This design comes from an exercise in tuning for small area and a short achievable clock period on the open sky130 flow, not from production work.
Function was checked by simulation only, so behaviour that the tests miss may differ from the original.
No activity file was given, so power comes from the tool's default toggle rates.

## cledon_narrow
module cledon_narrow (
    input  wire         clk,
    input  wire         rst,           
    input  wire         cfg_load,      
    input  wire [31:0]  cfg_seed,
    input  wire         in_valid,
    input  wire [127:0] in_data,       
    input  wire [3:0]   in_fmt,
    input  wire [1:0]   in_rnd,
    input  wire         in_strict,
    input  wire [7:0]   in_scale,
    output reg          out_valid,
    output reg  [63:0]  out_code,      
    output reg  [3:0]   out_sat,
    output reg  [3:0]   out_nan_in,
    output reg  [3:0]   out_strict_nan,
    output reg  [3:0]   out_nonzero,
    output reg  [3:0]   out_flushed
);
Settings: LEC_CHECK=0, ABC_AREA=1, CAP_MARGIN=20, CORE_MARGIN=2, CORE_UTILIZATION=55, SLEW_MARGIN=20; clock period 20.0 ns.
standard.sh (not shown) runs the stock make flow with config.mk's settings and CLKGATE_MAP_FILE= SYNTH_SCRIPT=/design/flow/synth_recipe.tcl, a recipe that flattens the netlist after the stock synthesis.
==> flow/flow/run.sh <==
#!/bin/bash
# Own layout flow: the standard ORFS flow (standard.sh, unchanged synthesis and
# constraints) with these changes in how the layout is made:
#  - timing repair is asked for a setup slack well above what the 20 ns clock needs,
#    so that it sizes up and buffers the long paths;
#  - the port buffers are plain buf_2 cells instead of the default delay buffers;
#  - the clock tree uses smaller buffers (a clkbuf_16 at the root), clusters of 16 sinks and no dummy loads.
set -euo pipefail
export SETUP_SLACK_MARGIN=14.9
export BUFFER_PORTS_ARGS="-buffer_cell sky130_fd_sc_hd__buf_2"
export CTS_ARGS="-sink_clustering_enable -repair_clock_nets -dont_use_dummy_load -buf_list {sky130_fd_sc_hd__clkbuf_8} -root_buf sky130_fd_sc_hd__clkbuf_16 -sink_clustering_size 16 -sink_clustering_max_diameter 60"
bash standard.sh > standard_flow.log 2>&1
The starting point completed without violations.
Next try:
==> flow/flow/run.sh (replaced) <==
#!/bin/bash
# Own layout flow: the standard ORFS flow (standard.sh, unchanged synthesis and
# constraints) with these changes in how the layout is made:
#  - timing repair is asked for a setup slack well above what the 20 ns clock needs,
#    so that it sizes up and buffers the long paths;
#  - the port buffers are plain buf_2 cells instead of the default delay buffers;
#  - the clock tree uses smaller buffers, clusters of 16 sinks and no dummy loads.
set -euo pipefail
export SETUP_SLACK_MARGIN=15.0
export BUFFER_PORTS_ARGS="-buffer_cell sky130_fd_sc_hd__buf_2"
export CTS_ARGS="-sink_clustering_enable -repair_clock_nets -dont_use_dummy_load -buf_list {sky130_fd_sc_hd__clkbuf_8} -sink_clustering_size 16 -sink_clustering_max_diameter 60"
bash standard.sh > standard_flow.log 2>&1
CORE_UTILIZATION = 40   (was 55)
Global-route usage drops by 8.5 points.
Total power climbs by 1.4%.
Die area climbs by 37%.
Register-to-register slack barely changes.
Wire length climbs by 3.5%.
Cell area climbs by 1.7%.
Sequential share of layout area drops by 0.27 points.
Sequential power barely changes.
Next try:
--- a/flow/flow/run.sh
+++ b/flow/flow/run.sh
@@ -7,5 +7,5 @@
 #  - the clock tree uses smaller buffers, clusters of 16 sinks and no dummy loads.
 set -euo pipefail
-export SETUP_SLACK_MARGIN=15.0
+export SETUP_SLACK_MARGIN=14.8
 export BUFFER_PORTS_ARGS="-buffer_cell sky130_fd_sc_hd__buf_2"
 export CTS_ARGS="-sink_clustering_enable -repair_clock_nets -dont_use_dummy_load -buf_list {sky130_fd_sc_hd__clkbuf_8} -sink_clustering_size 16 -sink_clustering_max_diameter 60"
Outcome: Synthesized cell count stays the same; die area does not change; wire length went down by 2.5%; clock skew went down by 0.030 ns; first-iteration DRC count went up by 6.2%.
Next try:
==> flow/flow/run.sh (replaced) <==
#!/bin/bash
# Own layout flow: the standard ORFS flow (standard.sh, unchanged synthesis and
# constraints) with two changes in how the layout is made:
#  - timing repair is asked for a setup slack well above what the 20 ns clock needs,
#    so that it sizes up and buffers the long paths;
#  - the port buffers are plain buf_2 cells instead of the default delay buffers.
set -euo pipefail
export SETUP_SLACK_MARGIN=14.8
export BUFFER_PORTS_ARGS="-buffer_cell sky130_fd_sc_hd__buf_2"
bash standard.sh > standard_flow.log 2>&1
The new run finished clean.
Worst hold slack gets worse by 0.0061 ns.
Global-route usage goes up by 0.10 points.
Core utilization goes up by 0.88 points.
Total power goes up by 5.7%.
Die area stays the same.
Synthesized area is unchanged.
Cell count goes up by 0.46%.
Final area goes up by 1.9%.
Worst setup slack gets better by 0.064 ns.
Combinational power goes down by about 0.7%.
Clock power goes up by 92%.

## what the ideal ports hide
No port has a modelled driver above. Below, the same layouts with a new extraction and two added sets of constraints. Step 1: set_driving_cell puts a clkbuf_16 on clk and a buf_2 on each other input, an assumption about the parent block. Step 2 also shifts input and output timing later by t, the mid clock arrival at the registers, as if the neighbouring blocks saw the same clock. a / b / c = no drivers / after step 1 / after step 2; a / b = the first two.
run	t, ns	slack for setup (ns)	worst hold slack (ns)	worst slew at a driven data input, ns
the first run	0.635	14.910 / 14.841 / 14.421	0.335 / 0.335 / 0.335	0.05
the second run	0.777	14.711 / 14.642 / 14.399	0.327 / 0.327 / 0.327	0.08
the third run	0.768	14.737 / 14.672 / 14.251	0.331 / 0.331 / 0.331	0.05
the fourth run	0.744	14.800 / 14.728 / 14.230	0.325 / 0.325 / 0.325	0.05
After both steps every run listed still meets setup and hold. The setup slack of the fourth run, which loses most, moves by -0.072 ns with the drivers and by -0.570 ns with both steps.
